This design comes from an exercise in tuning for small area on the open sky130 flow, not from production work. Power and IR drop assume default switching activity.

==> inputs of build 27 <==
## jet_slot
module jet_slot (
    input  wire        clk,
    input  wire        rst,         
    input  wire        head,        
    input  wire        in_valid,    
    input  wire        end_set,     
    input  wire [63:0] insn,
    input  wire [31:0] tok_n,
    input  wire [31:0] tok_e,
    input  wire [31:0] tok_s,
    input  wire [31:0] tok_w,
    input  wire [31:0] k0,
    input  wire [31:0] k1,
    input  wire [31:0] k2,
    input  wire [31:0] k3,
    input  wire        carry_in,    
    output reg         res_valid,   
    output reg  [31:0] result,
    output reg         send_valid,  
    output reg         send_carry,
    output reg  [31:0] w0,
    output reg  [31:0] w1,
    output reg  [31:0] w2,
    output reg  [31:0] w3,
    output reg  [47:0] acc,
    output reg         c_flag,
    output reg         p_flag
);
Settings: LEC_CHECK=0, CAP_MARGIN=20, CORE_MARGIN=2, CORE_UTILIZATION=50, PLACE_DENSITY=0.6, SLEW_MARGIN=20, SYNTH_HIERARCHICAL=1, SYNTH_MINIMUM_KEEP_SIZE=0; clock period 30.0 ns.
standard.sh (not shown) runs the stock make flow with config.mk's settings and CLKGATE_MAP_FILE= SYNTH_SCRIPT=/design/flow/synth_recipe.tcl, a recipe that flattens the netlist after the stock synthesis.
==> flow/flow/run.sh <==
#!/bin/bash
# The standard layout, with the smallest buffer (buf_1) on every port.
set -euo pipefail
export BUFFER_PORTS_ARGS="-buffer_cell sky130_fd_sc_hd__buf_1"
bash standard.sh > make.log 2>&1
==> trial 73 (differences from build 27) <==
==> flow/run.sh (new file) <==
#!/bin/bash
# synth_recipe.tcl (not shown) runs the flow's synth.tcl, then flattens the netlist and writes it again
# the make line also repeats each setting of config.mk as NAME=value (left out here)
make -C /OpenROAD-flow-scripts/flow DESIGN_CONFIG=/design/flow/config.mk WORK_HOME=/design/flow/orfs CLKGATE_MAP_FILE= SYNTH_SCRIPT=/design/flow/synth_recipe.tcl finish
removed: flow/flow/run.sh
removed: flow/standard.sh
==> trial 53 (differences from build 27) <==
--- a/flow/design.v
+++ b/flow/design.v
@@ -1012,59 +1012,58 @@
     wire m32   = ~brk16;
     wire o_add  = grp_ar & (fn == 3'd0);
     wire o_addc = grp_ar & (fn == 3'd2);
     wire o_subc = grp_ar & (fn == 3'd3);
     wire o_neg  = grp_ar & (fn == 3'd4);
     wire o_avg  = grp_ar & (fn == 3'd5);
     wire sat_ar = sat & grp_ar & ~(fn[2] & fn[0]);    
+    wire o_clamp = grp_cp & fn[2] & fn[1];
     function [1:0] top;
         input [1:0] bb;
         input       l8, l16;
         top = l8 ? bb : (l16 ? {bb[1], 1'b1} : 2'd3);
     endfunction
     wire        inv1 = ~(o_add | o_addc | o_avg);
     wire        ci1  = (o_addc | o_subc) ? cin : ~o_add;
     wire [31:0] y1   = b ^ {32{inv1}};
-    wire [31:0] s1;
-    wire [3:0]  co1;
-    jet_ladd u_add1 (.x(a), .y(y1), .ci(ci1), .m8(m8), .brk16(brk16), .s(s1), .co(co1));
+    wire [31:0] s1, sa;
+    wire [3:0]  co1, coa;
+    jet_ladd2 u_add1 (.x(a), .y(y1), .ci(ci1), .m8(m8), .brk16(brk16), .s(s1), .sa(sa),
+                      .co(co1), .coa(coa));
     assign carry = co1[3];
-    wire        o_clamp = grp_cp & fn[2] & fn[1];
-    wire [31:0] x2 = o_clamp ? c : b;
-    wire [31:0] s2;
-    wire [3:0]  co2;
-    jet_ladd u_add2 (.x(x2), .y(~a), .ci(1'b1), .m8(m8), .brk16(brk16), .s(s2), .co(co2));
-    wire [3:0] cb;
-    jet_lcmp u_cmp (.x(c), .y(~b), .m8(m8), .brk16(brk16), .co(cb));
-    wire [3:0] sw1, sx1, sw2, sx2, sx3, zb1;
+    wire [31:0] cn = ~c;
+    wire [3:0] ca, cb;
+    jet_lcmp u_cma (.x(a), .y(cn), .m8(m8), .brk16(brk16), .co(ca));
+    jet_lcmp u_cmb (.x(b), .y(cn), .m8(m8), .brk16(brk16), .co(cb));
+    wire [3:0] sw1, sx1, swa, sxa, sxca, sxcb, zb1;
     generate for (k = 0; k < 4; k = k + 1) begin : ext
         wire xe = sgn & a[8*k+7];
         wire ye = sgn ? y1[8*k+7] : inv1;
-        assign sw1[k] = xe ^ ye ^ co1[k];
-        assign sx1[k] = xe ^ ye ^ ((xe & ye) | (xe & co1[k]) | (ye & co1[k]));
-        wire xf = sgn & x2[8*k+7];
-        wire yf = ~xe;
-        assign sw2[k] = xf ^ yf ^ co2[k];
-        assign sx2[k] = xf ^ yf ^ ((xf & yf) | (xf & co2[k]) | (yf & co2[k]));
-        wire xc = sgn & c[8*k+7];
-        wire yc = ~(sgn & b[8*k+7]);
-        assign sx3[k] = xc ^ yc ^ ((xc & yc) | (xc & cb[k]) | (yc & cb[k]));
-        assign zb1[k] = ~|s1[8*k+7:8*k];
+        wire pe = xe ^ ye;
+        assign sw1[k]  = pe ^ co1[k];
+        assign sx1[k]  = pe ? ~co1[k] : xe;
+        assign swa[k]  = pe ^ coa[k];
+        assign sxa[k]  = pe ? ~coa[k] : xe;
+        wire xb = sgn & b[8*k+7];
+        wire yc = ~(sgn & c[8*k+7]);
+        assign sxca[k] = (xe ^ yc) ? ~ca[k] : xe;
+        assign sxcb[k] = (xb ^ yc) ? ~cb[k] : xb;
+        assign zb1[k]  = ~|s1[8*k+7:8*k];
     end endgenerate
     wire [3:0] lt1, lt2, eq1, satl, swl, sxl, istop;
     wire z01 = &zb1[1:0], z23 = &zb1[3:2], z03 = &zb1;
     generate for (k = 0; k < 4; k = k + 1) begin : lane
         localparam [1:0] KK = k;
         wire [1:0] t = top(KK, m8, m16);
         assign lt1[k] = sx1[t];
-        assign lt2[k] = sx2[t] | sx3[t];
+        assign lt2[k] = ~sxca[t] | ~sxcb[t];     
         assign eq1[k] = m8 ? zb1[k] : (m16 ? ((k < 2) ? z01 : z23) : z03);
-        assign swl[k] = o_neg ? sw2[t] : sw1[t];
-        assign sxl[k] = o_neg ? sx2[t] : sx1[t];
-        wire ov = sgn ? (swl[k] ^ (o_neg ? s2[8*t+7] : s1[8*t+7])) : swl[k];
+        assign swl[k] = o_neg ? ~swa[t] : sw1[t];
+        assign sxl[k] = o_neg ? ~sxa[t] : sx1[t];
+        wire ov = sgn ? (o_neg ? (swa[t] ^ sa[8*t+7]) : (sw1[t] ^ s1[8*t+7])) : swl[k];
         assign satl[k] = sat_ar & ov;
         assign istop[k] = (t == KK);
     end endgenerate
     wire [3:0] truth;
     generate for (k = 0; k < 4; k = k + 1) begin : tr
         assign truth[k] = fn[1] ? (lt1[k] | (fn[0] & eq1[k])) : (eq1[k] ^ fn[0]);
     end endgenerate
@@ -1106,36 +1105,36 @@
                 assign up = sw1[3];
             end else begin : tn
                 assign up = istop[BY] ? swl[BY] : s1[i+1];
             end
         end else begin : nt
             assign up = s1[i+1];
         end
-        jet_aslice u (.a(a[i]), .b(b[i]), .c(c[i]), .s1(s1[i]), .s1u(up), .s2(s2[i]),
+        jet_aslice u (.a(a[i]), .b(b[i]), .c(c[i]), .s1(s1[i]), .s1u(up), .sa(sa[i]),
                       .cfg((i % 8 == 7) ? cfgt[BY] : cfg[BY]), .lt2c(lt2c[BY]), .selm(o_selm),
                       .dsel(dsel[BY]), .avg(o_avg), .apass(apass[BY]), .out(out[i]), .d(absd[i]));
     end endgenerate
 endmodule
 module jet_aslice (
     input  wire       a,
     input  wire       b,
     input  wire       c,
     input  wire       s1,          
     input  wire       s1u,         
-    input  wire       s2,          
+    input  wire       sa,          
     input  wire [3:0] cfg,         
     input  wire       lt2c,        
     input  wire       selm,        
     input  wire       dsel,        
     input  wire       avg,
     input  wire       apass,       
     output wire       out,
     output wire       d
 );
-    assign d = dsel ? s2 : s1;
+    assign d = dsel ? ~sa : s1;
     wire f  = cfg[{a, b}];
     wire sc = (selm & c) | lt2c;
     wire so = sc ? (selm ? a : c) : f;
     assign out = apass ? (avg ? s1u : d) : so;
 endmodule
 module jet_shift (
     input  wire [31:0] a,
@@ -1338,63 +1337,75 @@
     end endgenerate
     wire [49:0] t;
     jet_cpa50 u_cpa (.x(ua), .y(va[49:0]), .ci(o_msu), .s(t));
     wire ov  = sgn ? ~((t[49] == t[48]) & (t[48] == t[47])) : (t[49] | t[48]);
     wire sov = sat & acc_only & ov;
     assign out = sov ? {sgn ? t[49] : ~t[49], {47{~t[49]}}} : t[47:0];
 endmodule
-module jet_ladd (
+module jet_ladd2 (
     input  wire [31:0] x,
     input  wire [31:0] y,
     input  wire        ci,
     input  wire        m8,
     input  wire        brk16,
     output wire [31:0] s,
-    output wire [3:0]  co         
+    output wire [31:0] sa,
+    output wire [3:0]  co,        
+    output wire [3:0]  coa        
 );
     genvar k;
     wire [7:0] s0 [1:3];
     wire [7:0] s1 [1:3];
     wire [3:1] k0, k1;
-    wire [3:0] cb;                
-    wire [3:0] cout;              
-    jet_rca #(8) u_b0 (.x(x[7:0]), .y(y[7:0]), .ci(ci), .s(s[7:0]), .co(cout[0]));
+    wire [3:0] cb, cba;           
+    wire [3:0] cout, couta;       
+    jet_rca #(8)    u_b0  (.x(x[7:0]), .y(y[7:0]), .ci(ci),   .s(s[7:0]),  .co(cout[0]));
+    jet_rca #(8, 0) u_b0a (.x(x[7:0]), .y(y[7:0]), .ci(1'b0), .s(sa[7:0]), .co(couta[0]));
     generate for (k = 1; k < 4; k = k + 1) begin : by
         jet_rca #(8, 0) u_0 (.x(x[8*k+7:8*k]), .y(y[8*k+7:8*k]), .ci(1'b0), .s(s0[k]), .co(k0[k]));
         jet_rca #(8, 1) u_1 (.x(x[8*k+7:8*k]), .y(y[8*k+7:8*k]), .ci(1'b1), .s(s1[k]), .co(k1[k]));
-        assign s[8*k+7:8*k] = cb[k] ? s1[k] : s0[k];
-        assign cout[k] = cb[k] ? k1[k] : k0[k];
-    end endgenerate
-    assign cb[0] = ci;
-    assign cb[1] = m8 ? ci : cout[0];
-    assign cb[2] = brk16 ? ci : cout[1];
-    assign cb[3] = m8 ? ci : cout[2];
-    assign co = cout;
+        assign s[8*k+7:8*k]  = cb[k]  ? s1[k] : s0[k];
+        assign cout[k]       = cb[k]  ? k1[k] : k0[k];
+        assign sa[8*k+7:8*k] = cba[k] ? s1[k] : s0[k];
+        assign couta[k]      = cba[k] ? k1[k] : k0[k];
+    end endgenerate
+    assign cb[0]  = ci;
+    assign cb[1]  = m8 ? ci : cout[0];
+    assign cb[2]  = brk16 ? ci : cout[1];
+    assign cb[3]  = m8 ? ci : cout[2];
+    assign cba[0] = 1'b0;
+    assign cba[1] = ~m8 & couta[0];
+    assign cba[2] = ~brk16 & couta[1];
+    assign cba[3] = ~m8 & couta[2];
+    assign co  = cout;
+    assign coa = couta;
 endmodule
 module jet_lcmp (
     input  wire [31:0] x,
     input  wire [31:0] y,
     input  wire        m8,
     input  wire        brk16,
     output wire [3:0]  co
 );
     genvar i;
     wire [31:0] k;
     generate for (i = 0; i < 32; i = i + 1) begin : ch
-        wire c;
         if (i == 0) begin : b0
-            assign c = 1'b1;
-        end else if (i == 8 || i == 24) begin : b8
-            assign c = m8 | k[i-1];
-        end else if (i == 16) begin : b16
-            assign c = brk16 | k[i-1];
+            assign k[i] = x[i] & y[i];
         end else begin : bn
-            assign c = k[i-1];
+            wire c;
+            if (i == 8 || i == 24) begin : b8
+                assign c = ~m8 & k[i-1];
+            end else if (i == 16) begin : b16
+                assign c = ~brk16 & k[i-1];
+            end else begin : bm
+                assign c = k[i-1];
+            end
+            assign k[i] = (x[i] & y[i]) | (x[i] & c) | (y[i] & c);
         end
-        assign k[i] = (x[i] & y[i]) | (x[i] & c) | (y[i] & c);
     end endgenerate
     assign co = {k[31], k[23], k[15], k[7]};
 endmodule
 module jet_fa (
     input  wire a,
     input  wire b,
     input  wire c,
==> comparison table <==
metric                                                                                     trial 73      build 27      trial 53
Global-route wire length before repair                                                       363 mm        367 mm        395 mm
Length of routed met2 wiring                                                                 107 mm        110 mm        111 mm
Clock-pin slew reported for the worst setup and hold paths after clock tree synthesis       0.07 ns       0.07 ns       0.06 ns
Worst EP arrival                                                                           29.11 ns      28.99 ns      29.95 ns
Floorplan core area                                                                      97800 um^2    97800 um^2    96400 um^2
Clock Skews                                                                               0.0666 ns     0.0427 ns     0.0419 ns
Via/cell ratio                                                                                 7.26          7.32          7.64
Comb. pwr                                                                                   2030 uW       2010 uW       2050 uW
PwrDens                                                                                48.7 nW/um^2  51.2 nW/um^2  53.1 nW/um^2
Average cell area after synthesis                                                         8.90 um^2     8.90 um^2     8.71 um^2
Number of logic inverters in the finished layout                                                210           210           171
Sequential power share                                                                        13.7%         13.6%         13.6%
Share of cells above drive strength 1                                                         15.8%         16.0%         15.6%
Global Route Usage Sum                                                                        48.8%         49.4%         55.8%
Overall power of the completed layout                                                       2770 uW       2750 uW       2830 uW
Sequential power                                                                             379 uW        375 uW        383 uW
Clock network power                                                                          363 uW        367 uW        390 uW
Via count of the first global-routing pass                                                    50.3k         50.1k         50.4k
Maximum cell stage delay along the critical path                                            0.72 ns       0.81 ns       0.72 ns
Outcome                                                            no timing/DRC/antenna violations  no timing/DRC/antenna violations  no timing/DRC/antenna violations
Vias                                                                                          53.1k         53.7k         56.4k
Internal power                                                                              1320 uW       1270 uW       1280 uW
No run of this note included a check of the RTL's function; only the layout flow was run.

## re-timing with driven ports
The results above use ideal ports. As a check the final layouts listed here were re-extracted and re-timed, cells and wires unchanged.
Step 1 (the two cells are an assumption about what drives the block):
set clk [get_ports {clk}]
set_driving_cell -lib_cell sky130_fd_sc_hd__clkbuf_16 $clk
set_driving_cell -lib_cell sky130_fd_sc_hd__buf_2 [delete_from_list [all_inputs] $clk]
Step 2 moves the port delays by t, midway between the first and last clock arrival at a register: inputs arrive t later, outputs are due t later. That takes back most of the time a late clock gives input paths.
a / b / c = no drivers / after step 1 / after step 2; a / b = the first two.
run	shift t [ns]	slack for setup (ns)	latest minus earliest clock arrival (ns)
build 27	0.680	1.468 / 1.372 / 0.692	0.043 / 0.042
trial 73	0.676	1.337 / 1.234 / 0.558	0.067 / 0.066
trial 53	0.724	0.566 / 0.570 / -0.154	0.042 / 0.042
With both steps, setup timing fails in trial 53, where it was met with ideal ports. The setup slack of trial 73, which loses most, moves by -0.103 ns with the drivers and by -0.779 ns with both steps.
